Context: an optimization exercise on an open-source flow, tuned for small area, a short achievable clock period and few clock cycles per item. The choices shown serve that exercise and are no tape-out recipe. Function was checked by simulation only, so behaviour that the tests miss may differ from the original. Power and IR drop assume default switching activity.

==> 06-05: inputs <==
Design zw_ixu, start of the top module:
module zw_ixu (
    input  wire        clk,
    input  wire        rst,
    input  wire        in_valid,
    output wire        in_ready,
    input  wire [4:0]  in_op,
    input  wire [31:0] in_a,
    input  wire [31:0] in_b,
    output reg         out_valid,
    output reg  [31:0] out_result,
    output reg  [1:0]  out_flags
);
make LEC_CHECK=0 ABC_AREA=1 CAP_MARGIN=30 CORE_MARGIN=2 CORE_UTILIZATION=50 PLACE_DENSITY=0.65 SLEW_MARGIN=60 finish   # period 14.0 ns
run.sh (not shown) runs the stock make flow with config.mk's settings and CLKGATE_MAP_FILE= SYNTH_SCRIPT=/design/flow/synth_recipe.tcl, a recipe that flattens the netlist after the stock synthesis.
==> 04-21 (differences from 06-05) <==
--- a/flow/design.v
+++ b/flow/design.v
@@ -69,17 +69,16 @@
     reg        st_dit;       
     reg        fin_q;        
     reg        f_mul;        
     reg [4:0]  f_op;         
     reg [4:0]  op_q;
     reg        c_and, c_or, c_log, c_shl, c_shr, c_sra, c_mm, c_mmmax, c_mmsgn;
     reg        c_arith, c_sat, c_slls, c_sub, c_nega, c_abspos, c_mul, c_div;
     reg        c_dsgn, c_dnega, c_dnegb;
-    reg        c_q31, c_q16;         
     reg [31:0] a_q, b_q;     
     reg [33:0] b3_q;         
     reg [33:0] p_q;          
     reg [31:0] d_q;          
     reg [1:0]  cy_q;         
     reg [11:0] bc_q;         
     reg [4:0]  sh_q;         
     reg [5:0]  la_q, lb_q;   
@@ -153,17 +152,18 @@
             booth_pp = {~r[33], r[32:0]};
         end
     endfunction
     wire [33:0] pp0 = booth_pp(bc_q[2:0], a34);
     wire [33:0] pp1 = booth_pp(bc_q[5:3], a34);
     wire [33:0] pp2 = booth_pp(bc_q[8:6], a34);
     wire [33:0] pp3 = booth_pp(bc_q[11:9], a34);
     wire [3:0]  mneg = {bc_q[11], bc_q[8], bc_q[5], bc_q[2]};
-    wire [33:0] rnd_init = {3'd0, c_q31 & c_mul, 14'd0, c_q16 & c_mul, 15'd0};
+    wire [33:0] rnd_init = (op_q == OP_MULQ31) ? (34'd1 << 30) :
+                           (op_q == OP_MULQ16) ? (34'd1 << 15) : 34'd0;
     wire [33:0] acc_s = st_mul ? p_q : rnd_init;
     wire [33:0] acc_c = st_mul ? b3_q : 34'd0;
     wire [1:0]  acc_y = st_mul ? cy_q : 2'd0;
     wire [41:0] o0 = {8'd0, acc_s};
     wire [41:0] o1 = {8'd0, acc_c};
     wire [41:0] o2 = {8'd0, pp0};
     wire [41:0] o3 = {6'd0, pp1, 1'b0, mneg[0]};
     wire [41:0] o4 = {4'd0, pp2, 1'b0, mneg[1], acc_y[1], acc_y[0]};
@@ -224,18 +224,18 @@
     wire [31:0] xa = a ^ {32{c_dnega}};
     wire [31:0] xb = b ^ {32{c_dnegb}};
     wire [35:0] mag_a_w = sadd({4'd0, xa}, 36'd0, c_dnega);
     wire [35:0] mag_b_w = sadd({4'd0, xb}, 36'd0, c_dnegb);
     wire [31:0] mag_a = mag_a_w[31:0];
     wire [31:0] mag_b = mag_b_w[31:0];
     wire [5:0]  lz_a = lzc32(xa) - {5'd0, c_dnega & ones_then_zeros(a)};
     wire [5:0]  lz_b = lzc32(xb) - {5'd0, c_dnegb & ones_then_zeros(b)};
-    wire        dq31 = c_q31;
-    wire        dq16 = c_q16;
+    wire        dq31 = (op_q == OP_DIVQ31);
+    wire        dq16 = (op_q == OP_DIVQ16);
     wire        dqop = dq31 | dq16;
     wire [6:0]  dv_s = dq31 ? 7'd31 : dq16 ? 7'd16 : 7'd0;
     wire [6:0]  kk = {1'b0, lb_q} + dv_s + 7'd33 - {1'b0, la_q};
     wire        k_odd  = kk[0];
     wire        k_none = azero_q || (kk <= 7'd32);              
     wire        k_big  = (kk >= 7'd65);                         
     wire [6:0]  k_pairs = (kk - 7'd31) >> 1;                    
     wire [6:0]  dv_t = 7'd31 + {1'b0, la_q} - {1'b0, lb_q} - {6'd0, k_odd};
@@ -279,18 +279,16 @@
             op_q  <= in_op;
             c_and <= i_and;  c_or  <= i_or;   c_log <= i_log;
             c_shl <= i_shl;  c_shr <= i_shr;  c_sra <= i_sra;  c_mm  <= i_mm;
             c_mmmax <= i_mmmax;  c_mmsgn <= i_mmsgn;  c_arith <= i_arith;
             c_sat <= i_sat;  c_slls <= i_slls;
             c_sub <= i_sub;  c_nega <= i_nega;  c_abspos <= i_abspos;
             c_mul <= i_mul;  c_div <= i_div;
             c_dsgn  <= i_dsgn;
-            c_q31   <= (in_op == OP_MULQ31) || (in_op == OP_DIVQ31);
-            c_q16   <= (in_op == OP_MULQ16) || (in_op == OP_DIVQ16);
             c_dnega <= i_dsgn & in_a[31];
             c_dnegb <= i_dsgn & in_b[31];
         end
         if (rdy_q)
             a_q <= in_a;
         else if (d1)
             a_q <= mag_a;
         if (rdy_q)
--- a/flow/config.mk
+++ b/flow/config.mk
@@ -5,9 +5,9 @@
 export SDC_FILE = /design/flow/constraint.sdc
 export NUM_CORES = 4
 export LEC_CHECK = 0
 export ABC_AREA = 1
 export CAP_MARGIN = 30
 export CORE_MARGIN = 2
 export CORE_UTILIZATION = 50
 export PLACE_DENSITY = 0.65
-export SLEW_MARGIN = 60
+export SLEW_MARGIN = 20
==> 03-25 (differences from 06-05) <==
--- a/flow/design.v
+++ b/flow/design.v
@@ -78,16 +78,17 @@
     reg [31:0] a_q, b_q;     
     reg [33:0] b3_q;         
     reg [33:0] p_q;          
     reg [31:0] d_q;          
     reg [1:0]  cy_q;         
     reg [11:0] bc_q;         
     reg [4:0]  sh_q;         
     reg [5:0]  la_q, lb_q;   
+    reg        f_pneg;       
     reg [4:0]  cnt;          
     reg        qneg_q;       
     reg        azero_q, bzero_q, asign_q;
     reg        m_valid;
     reg [31:0] m_sum;        
     reg [31:0] m_oth;        
     reg        m_use_sum;
     reg        m_sat;        
@@ -177,18 +178,25 @@
     wire [41:0] s4 = s3 ^ k3 ^ k2;
     wire [41:0] k4 = {(s3 & k3 | s3 & k2 | k3 & k2), 1'b0};
     wire [9:0]  mlow = {2'b00, s4[7:0]} + {2'b00, k4[7:0]} + {3'b000, mneg[3], 6'd0};
     wire [31:0] mk  = cy_q[1] ? 32'h5555_5558 : 32'h5555_5556;
     wire [31:0] mhs = p_q[31:0] ^ b3_q[31:0] ^ mk;
     wire [31:0] mhc = {(p_q[30:0] & b3_q[30:0]) | (p_q[30:0] & mk[30:0]) | (b3_q[30:0] & mk[30:0]), 1'b0};
     wire [35:0] mh_w = sadd({4'd0, mhs}, {4'd0, mhc}, cy_q[0]);
     wire [31:0] mh  = mh_w[31:0];
-    wire        q31_fit = (mh[31] == mh[30]);
-    wire        q16_fit = (mh[31:15] == 17'd0) || (mh[31:15] == 17'h1FFFF);
+    wire [31:0] mhp = mhs ^ mhc;
+    wire [31:0] mhz = {1'b0, (mhs[30:0] | mhc[30:0]) ~^ mhp[31:1]};    
+    wire [31:0] mho = {1'b0, (mhs[30:0] & mhc[30:0]) ^ mhp[31:1]};     
+    wire [35:0] mc15_w = sadd({21'd0, mhs[14:0]}, {21'd0, mhc[14:0]}, cy_q[0]);
+    wire [35:0] mc30_w = sadd({6'd0, mhs[29:0]}, {6'd0, mhc[29:0]}, cy_q[0]);
+    wire        mc15 = mc15_w[15];
+    wire        mc30 = mc30_w[30];
+    wire        q31_fit = ((mc30 == mhp[30]) & mhz[30]) | ((mc30 != mhp[30]) & mho[30]);
+    wire        q16_fit = ((mc15 == mhp[15]) & (&mhz[30:15])) | ((mc15 != mhp[15]) & (&mho[30:15]));
     reg  [31:0] mul_res;
     reg         mul_sat;
     always @(*) begin
         mul_sat = 1'b0;
         case (f_op)
             OP_MUL:  mul_res = d_q;
             OP_MULH: mul_res = mh;
             OP_MULQ31: begin
@@ -222,28 +230,29 @@
         end
     endfunction
     wire [31:0] xa = a ^ {32{c_dnega}};
     wire [31:0] xb = b ^ {32{c_dnegb}};
     wire [35:0] mag_a_w = sadd({4'd0, xa}, 36'd0, c_dnega);
     wire [35:0] mag_b_w = sadd({4'd0, xb}, 36'd0, c_dnegb);
     wire [31:0] mag_a = mag_a_w[31:0];
     wire [31:0] mag_b = mag_b_w[31:0];
-    wire [5:0]  lz_a = lzc32(xa) - {5'd0, c_dnega & ones_then_zeros(a)};
+    wire [5:0]  lz_a = lzc32(xa) + ((c_dnega & ones_then_zeros(a)) ? 6'b111110 : 6'b111111);
     wire [5:0]  lz_b = lzc32(xb) - {5'd0, c_dnegb & ones_then_zeros(b)};
     wire        dq31 = c_q31;
     wire        dq16 = c_q16;
     wire        dqop = dq31 | dq16;
     wire [6:0]  dv_s = dq31 ? 7'd31 : dq16 ? 7'd16 : 7'd0;
-    wire [6:0]  kk = {1'b0, lb_q} + dv_s + 7'd33 - {1'b0, la_q};
+    wire [6:0]  kk = {1'b0, lb_q} + dv_s + 7'd32 - {la_q[5], la_q};
     wire        k_odd  = kk[0];
     wire        k_none = azero_q || (kk <= 7'd32);              
     wire        k_big  = (kk >= 7'd65);                         
     wire [6:0]  k_pairs = (kk - 7'd31) >> 1;                    
-    wire [6:0]  dv_t = 7'd31 + {1'b0, la_q} - {1'b0, lb_q} - {6'd0, k_odd};
+    wire [35:0] dv_t_w = sadd({30'd0, la_q}, {31'd0, ~lb_q[4:0]}, ~k_odd);
+    wire [6:0]  dv_t = {1'b0, dv_t_w[5:0]};
     wire [63:0] num0 = {32'd0, a} << dv_t[5:0];
     wire [35:0] b3_w = sadd({4'd0, b}, {3'd0, b, 1'b0}, 1'b0);
     wire        dv_sat_early = dqop & k_big;
     wire [31:0] divz_val = !c_dsgn ? (azero_q ? 32'd0 : 32'hFFFF_FFFF) :
                            asign_q ? MAXNEG : azero_q ? 32'd0 : MAXPOS;
     wire [33:0] trial = {p_q[31:0], d_q[31:30]};
     wire [35:0] t1w = sadd({2'b00, trial}, ~{4'b0000, b}, 1'b1);
     wire [35:0] t2w = sadd({2'b00, trial}, ~{3'b000, b, 1'b0}, 1'b1);
@@ -254,17 +263,17 @@
     wire [1:0]  qd = !t3[34] ? 2'd3 : !t2[34] ? 2'd2 : !t1[34] ? 2'd1 : 2'd0;
     wire [31:0] rem_n = !t3[34] ? t3[31:0] : !t2[34] ? t2[31:0] : !t1[34] ? t1[31:0] : trial[31:0];
     wire [35:0] dq_neg_w = sadd({4'd0, ~d_q}, 36'd0, 1'b1);
     wire [31:0] dq_neg = dq_neg_w[31:0];
     wire        f_dqop = (f_op == OP_DIVQ31) || (f_op == OP_DIVQ16);
     wire        dq_sat = f_dqop & d_q[31] & (!qneg_q | (d_q[30:0] != 31'd0)) & !bzero_q;
     wire [31:0] div_res = (qneg_q & !bzero_q) ? dq_neg : d_q;
     wire        fin_sat = f_mul ? mul_sat : dq_sat;
-    wire        fin_neg = f_mul ? mh[31] : qneg_q;
+    wire        fin_neg = f_mul ? f_pneg : qneg_q;
     wire [31:0] fin_res = fin_sat ? (fin_neg ? MAXNEG : MAXPOS) : f_mul ? mul_res : div_res;
     wire [1:0]  fin_fl  = {!f_mul & bzero_q, fin_sat};
     wire        one_simple = v1 & !c_mul & !c_div;
     wire [31:0] oth_n = ({32{c_log}} & log_res) |
                         ({32{c_shl | c_shr | c_slls}} & sh_res) |
                         ({32{c_mm}} & mm_res);
     wire        sat_n = c_slls & !slls_fit;
     wire        satneg_n = a[31];
@@ -316,18 +325,19 @@
         if (fin_q) begin
             out_result <= fin_res;
             out_flags  <= fin_fl;
         end else begin
             out_result <= f_sat ? (f_neg ? MAXNEG : MAXPOS) : m_use_sum ? m_sum : m_oth;
             out_flags  <= {1'b0, f_sat};
         end
         if (m0 || d1) begin
-            f_mul <= m0;
-            f_op  <= op_q;
+            f_mul  <= m0;
+            f_op   <= op_q;
+            f_pneg <= a_q[31] ^ b_q[31];
         end
         if (d1) begin
             la_q    <= lz_a;
             lb_q    <= lz_b;
             qneg_q  <= c_dnega ^ c_dnegb;
             azero_q <= (a == 32'd0);
             bzero_q <= (b == 32'd0);
             asign_q <= a[31];
--- a/flow/config.mk
+++ b/flow/config.mk
@@ -5,9 +5,9 @@
 export SDC_FILE = /design/flow/constraint.sdc
 export NUM_CORES = 4
 export LEC_CHECK = 0
 export ABC_AREA = 1
 export CAP_MARGIN = 30
 export CORE_MARGIN = 2
 export CORE_UTILIZATION = 50
 export PLACE_DENSITY = 0.65
-export SLEW_MARGIN = 60
+export SLEW_MARGIN = 65
==> 11-20 (differences from 06-05) <==
--- a/flow/design.v
+++ b/flow/design.v
@@ -78,16 +78,18 @@
     reg [31:0] a_q, b_q;     
     reg [33:0] b3_q;         
     reg [33:0] p_q;          
     reg [31:0] d_q;          
     reg [1:0]  cy_q;         
     reg [11:0] bc_q;         
     reg [4:0]  sh_q;         
     reg [5:0]  la_q, lb_q;   
+    reg        f_pneg;       
+    reg        f_q31ovf;     
     reg [4:0]  cnt;          
     reg        qneg_q;       
     reg        azero_q, bzero_q, asign_q;
     reg        m_valid;
     reg [31:0] m_sum;        
     reg [31:0] m_oth;        
     reg        m_use_sum;
     reg        m_sat;        
@@ -177,18 +179,23 @@
     wire [41:0] s4 = s3 ^ k3 ^ k2;
     wire [41:0] k4 = {(s3 & k3 | s3 & k2 | k3 & k2), 1'b0};
     wire [9:0]  mlow = {2'b00, s4[7:0]} + {2'b00, k4[7:0]} + {3'b000, mneg[3], 6'd0};
     wire [31:0] mk  = cy_q[1] ? 32'h5555_5558 : 32'h5555_5556;
     wire [31:0] mhs = p_q[31:0] ^ b3_q[31:0] ^ mk;
     wire [31:0] mhc = {(p_q[30:0] & b3_q[30:0]) | (p_q[30:0] & mk[30:0]) | (b3_q[30:0] & mk[30:0]), 1'b0};
     wire [35:0] mh_w = sadd({4'd0, mhs}, {4'd0, mhc}, cy_q[0]);
     wire [31:0] mh  = mh_w[31:0];
-    wire        q31_fit = (mh[31] == mh[30]);
-    wire        q16_fit = (mh[31:15] == 17'd0) || (mh[31:15] == 17'h1FFFF);
+    wire [31:0] mhp = mhs ^ mhc;
+    wire [31:0] mhz = {1'b0, (mhs[30:0] | mhc[30:0]) ~^ mhp[31:1]};    
+    wire [31:0] mho = {1'b0, (mhs[30:0] & mhc[30:0]) ^ mhp[31:1]};     
+    wire [35:0] mc15_w = sadd({21'd0, mhs[14:0]}, {21'd0, mhc[14:0]}, cy_q[0]);
+    wire        mc15 = mc15_w[15];
+    wire        q31_fit = !f_q31ovf;
+    wire        q16_fit = ((mc15 == mhp[15]) & (&mhz[30:15])) | ((mc15 != mhp[15]) & (&mho[30:15]));
     reg  [31:0] mul_res;
     reg         mul_sat;
     always @(*) begin
         mul_sat = 1'b0;
         case (f_op)
             OP_MUL:  mul_res = d_q;
             OP_MULH: mul_res = mh;
             OP_MULQ31: begin
@@ -222,28 +229,29 @@
         end
     endfunction
     wire [31:0] xa = a ^ {32{c_dnega}};
     wire [31:0] xb = b ^ {32{c_dnegb}};
     wire [35:0] mag_a_w = sadd({4'd0, xa}, 36'd0, c_dnega);
     wire [35:0] mag_b_w = sadd({4'd0, xb}, 36'd0, c_dnegb);
     wire [31:0] mag_a = mag_a_w[31:0];
     wire [31:0] mag_b = mag_b_w[31:0];
-    wire [5:0]  lz_a = lzc32(xa) - {5'd0, c_dnega & ones_then_zeros(a)};
+    wire [5:0]  lz_a = lzc32(xa) + ((c_dnega & ones_then_zeros(a)) ? 6'b111110 : 6'b111111);
     wire [5:0]  lz_b = lzc32(xb) - {5'd0, c_dnegb & ones_then_zeros(b)};
     wire        dq31 = c_q31;
     wire        dq16 = c_q16;
     wire        dqop = dq31 | dq16;
     wire [6:0]  dv_s = dq31 ? 7'd31 : dq16 ? 7'd16 : 7'd0;
-    wire [6:0]  kk = {1'b0, lb_q} + dv_s + 7'd33 - {1'b0, la_q};
+    wire [6:0]  kk = {1'b0, lb_q} + dv_s + 7'd32 - {la_q[5], la_q};
     wire        k_odd  = kk[0];
     wire        k_none = azero_q || (kk <= 7'd32);              
     wire        k_big  = (kk >= 7'd65);                         
     wire [6:0]  k_pairs = (kk - 7'd31) >> 1;                    
-    wire [6:0]  dv_t = 7'd31 + {1'b0, la_q} - {1'b0, lb_q} - {6'd0, k_odd};
+    wire [35:0] dv_t_w = sadd({30'd0, la_q}, {31'd0, ~lb_q[4:0]}, ~k_odd);
+    wire [6:0]  dv_t = {1'b0, dv_t_w[5:0]};
     wire [63:0] num0 = {32'd0, a} << dv_t[5:0];
     wire [35:0] b3_w = sadd({4'd0, b}, {3'd0, b, 1'b0}, 1'b0);
     wire        dv_sat_early = dqop & k_big;
     wire [31:0] divz_val = !c_dsgn ? (azero_q ? 32'd0 : 32'hFFFF_FFFF) :
                            asign_q ? MAXNEG : azero_q ? 32'd0 : MAXPOS;
     wire [33:0] trial = {p_q[31:0], d_q[31:30]};
     wire [35:0] t1w = sadd({2'b00, trial}, ~{4'b0000, b}, 1'b1);
     wire [35:0] t2w = sadd({2'b00, trial}, ~{3'b000, b, 1'b0}, 1'b1);
@@ -254,17 +262,17 @@
     wire [1:0]  qd = !t3[34] ? 2'd3 : !t2[34] ? 2'd2 : !t1[34] ? 2'd1 : 2'd0;
     wire [31:0] rem_n = !t3[34] ? t3[31:0] : !t2[34] ? t2[31:0] : !t1[34] ? t1[31:0] : trial[31:0];
     wire [35:0] dq_neg_w = sadd({4'd0, ~d_q}, 36'd0, 1'b1);
     wire [31:0] dq_neg = dq_neg_w[31:0];
     wire        f_dqop = (f_op == OP_DIVQ31) || (f_op == OP_DIVQ16);
     wire        dq_sat = f_dqop & d_q[31] & (!qneg_q | (d_q[30:0] != 31'd0)) & !bzero_q;
     wire [31:0] div_res = (qneg_q & !bzero_q) ? dq_neg : d_q;
     wire        fin_sat = f_mul ? mul_sat : dq_sat;
-    wire        fin_neg = f_mul ? mh[31] : qneg_q;
+    wire        fin_neg = f_mul ? f_pneg : qneg_q;
     wire [31:0] fin_res = fin_sat ? (fin_neg ? MAXNEG : MAXPOS) : f_mul ? mul_res : div_res;
     wire [1:0]  fin_fl  = {!f_mul & bzero_q, fin_sat};
     wire        one_simple = v1 & !c_mul & !c_div;
     wire [31:0] oth_n = ({32{c_log}} & log_res) |
                         ({32{c_shl | c_shr | c_slls}} & sh_res) |
                         ({32{c_mm}} & mm_res);
     wire        sat_n = c_slls & !slls_fit;
     wire        satneg_n = a[31];
@@ -316,18 +324,20 @@
         if (fin_q) begin
             out_result <= fin_res;
             out_flags  <= fin_fl;
         end else begin
             out_result <= f_sat ? (f_neg ? MAXNEG : MAXPOS) : m_use_sum ? m_sum : m_oth;
             out_flags  <= {1'b0, f_sat};
         end
         if (m0 || d1) begin
-            f_mul <= m0;
-            f_op  <= op_q;
+            f_mul  <= m0;
+            f_op   <= op_q;
+            f_pneg <= a_q[31] ^ b_q[31];
+            f_q31ovf <= (a_q == 32'h8000_0000) && (b_q == 32'h8000_0000);
         end
         if (d1) begin
             la_q    <= lz_a;
             lb_q    <= lz_b;
             qneg_q  <= c_dnega ^ c_dnegb;
             azero_q <= (a == 32'd0);
             bzero_q <= (b == 32'd0);
             asign_q <= a[31];
==> flow/config.mk (replaced) <==
export PLATFORM = sky130hd
export DESIGN_NAME = zw_ixu
export DESIGN_NICKNAME = zw_ixu
export VERILOG_FILES = /design/flow/design.v
export SDC_FILE = /design/flow/constraint.sdc
export NUM_CORES = 4
export LEC_CHECK = 0
export ABC_AREA = 1
export CAP_MARGIN = 30
export CORE_MARGIN = 2
export CORE_UTILIZATION = 45
export PLACE_DENSITY = 0.6
export SLEW_MARGIN = 70
==> key figures <==
STA
  • Final critical delay including setup and external delays: 6.393 ns
  • Final cycle utilization of the critical path: 45.67%
  • Worst rel slew slack: 31.41%

Global routing
  • Routing usage on met2: 62.84%

Drt
  • Wire length after detailed routing: 201,900 um
  • Highest routed metal layer: met5

Logic synthesis
  • Combinational family with the most area after synthesis: simple AND/OR/NAND/NOR gates
  • Count of unique library cells instantiated by Yosys: 80
  • Xor/xnor share of the synthesized area: 7.176%
  • Number of register bits inferred by synthesis: 345

Finish
  • Post-route insts no fill: 7,465

Placement
  • Placed cell area: 0.04711 mm2

Floorplan
  • Placeable Area: 0.08865 mm2
  • Starting utilization of the core area: 50.65%

Critical path
  • Arrival time at the worst endpoint: 6.77 ns

Status
  • Run status: no timing/DRC/antenna violations
(the above is from 04-21)
==> key figures <==
Logic synthesis
  • Xor/xnor share of the synthesized area: 7.396%
  • Cell types with the largest area share after synthesis: edfxtp_1 16%, ha_1 12%, nand2_1 11%
  • Combinational family with the most area after synthesis: simple AND/OR/NAND/NOR gates
  • Count of unique library cells instantiated by Yosys: 75

Finish
  • Post-route insts no fill: 7,714
  • Synth-to-Final Area Change: 13.95%

Status
  • Run status: no timing/DRC/antenna violations

Critical path
  • Arrival time at the worst endpoint: 6.02 ns
  • Crit-path max FO: 26

Floorplan
  • Placeable Area: 0.09856 mm2
  • Starting utilization of the core area: 45.53%

Drt
  • Highest routed metal layer: met4
  • Wire length after detailed routing: 216,200 um

STA
  • Final cycle utilization of the critical path: 39.02%
  • Final critical delay including setup and external delays: 5.463 ns

Placement
  • Placed cell area: 0.04909 mm2
(the above is from 11-20)
==> key figures <==
Floorplan
  • Starting utilization of the core area: 50.46%
  • Placeable Area: 0.08837 mm2

Logic synthesis
  • Count of unique library cells instantiated by Yosys: 74
  • Combinational family with the most area after synthesis: compound AO/OA/AOI/OAI gates
  • Xor/xnor share of the synthesized area: 7.994%

STA
  • Final critical delay including setup and external delays: 5.469 ns
  • Final cycle utilization of the critical path: 39.06%
  • Worst rel slew slack: 60.89%
  • Fin. Hold Viols: 0

Critical path
  • Required time reported for the critical path endpoint: 14.53 ns
  • Arrival time at the worst endpoint: 6.00 ns

Status
  • Run status: no timing/DRC/antenna violations

Placement
  • Weighted congestion reported at the end of routability-driven placement: 1.065

Finish
  • Post-route insts no fill: 7,322
(the above is from 03-25)
==> key figures <==
Logic synthesis
  • Number of register bits inferred by synthesis: 347
  • Count of unique library cells instantiated by Yosys: 78
  • Xor/xnor share of the synthesized area: 7.417%
  • Combinational family with the most area after synthesis: simple AND/OR/NAND/NOR gates

Drt
  • Highest routed metal layer: met5
  • Wire length after detailed routing: 197,600 um

Floorplan
  • Placeable Area: 0.08824 mm2
  • Starting utilization of the core area: 50.43%

Status
  • Run status: no timing/DRC/antenna violations

STA
  • Final cycle utilization of the critical path: 41.39%
  • Worst rel slew slack: 52.86%
  • Final critical delay including setup and external delays: 5.794 ns

Critical path
  • Arrival time at the worst endpoint: 6.31 ns
  • Most used cell, CP: inv_1

Finish
  • Post-route insts no fill: 7,352
  • Nonclk inv count: 844

Pwr
  • Switching power share of the total: 49.94%

Placement
  • Placed cell area: 0.04703 mm2

Clocking
  • Total CTS buffers: 48
(the above is from 06-05)
Testbench counts of 06-05, summed over its fixed seeds: cycles 30,378, items 12,000.
Testbench counts of 04-21, summed over its fixed seeds: cycles 30,378, items 12,000.
Testbench counts of 03-25, summed over its fixed seeds: cycles 30,378, items 12,000.
Testbench counts of 11-20, summed over its fixed seeds: cycles 30,378, items 12,000.

re-timing with driven ports:
No port has a modelled driver above. Below, the same layouts with a new extraction and two added sets of constraints. Step 1 assumes that a clkbuf_16 drives the clock port and a buf_2 every other input. Step 2, shift: input delay + t, output delay - t, t = (earliest + latest rising clock arrival at the registers) / 2. This alone moves slack from input paths to output paths. a / b / c = ideal ports / drivers / drivers and shift; a / b = the first two.
run | shift t [ns] | setup slack, ns | clock arrival spread, ns | cell pins on the clock port's net
06-05 | 0.708 | 8.206 / 8.206 / 8.206 | 0.028 / 0.029 | 1
04-21 | 0.721 | 7.607 / 7.607 / 7.607 | 0.038 / 0.038 | 1
03-25 | 0.714 | 8.531 / 8.531 / 8.531 | 0.051 / 0.051 | 1
11-20 | 0.732 | 8.537 / 8.537 / 8.537 | 0.052 / 0.052 | 1
After both steps every run listed still meets setup and hold.
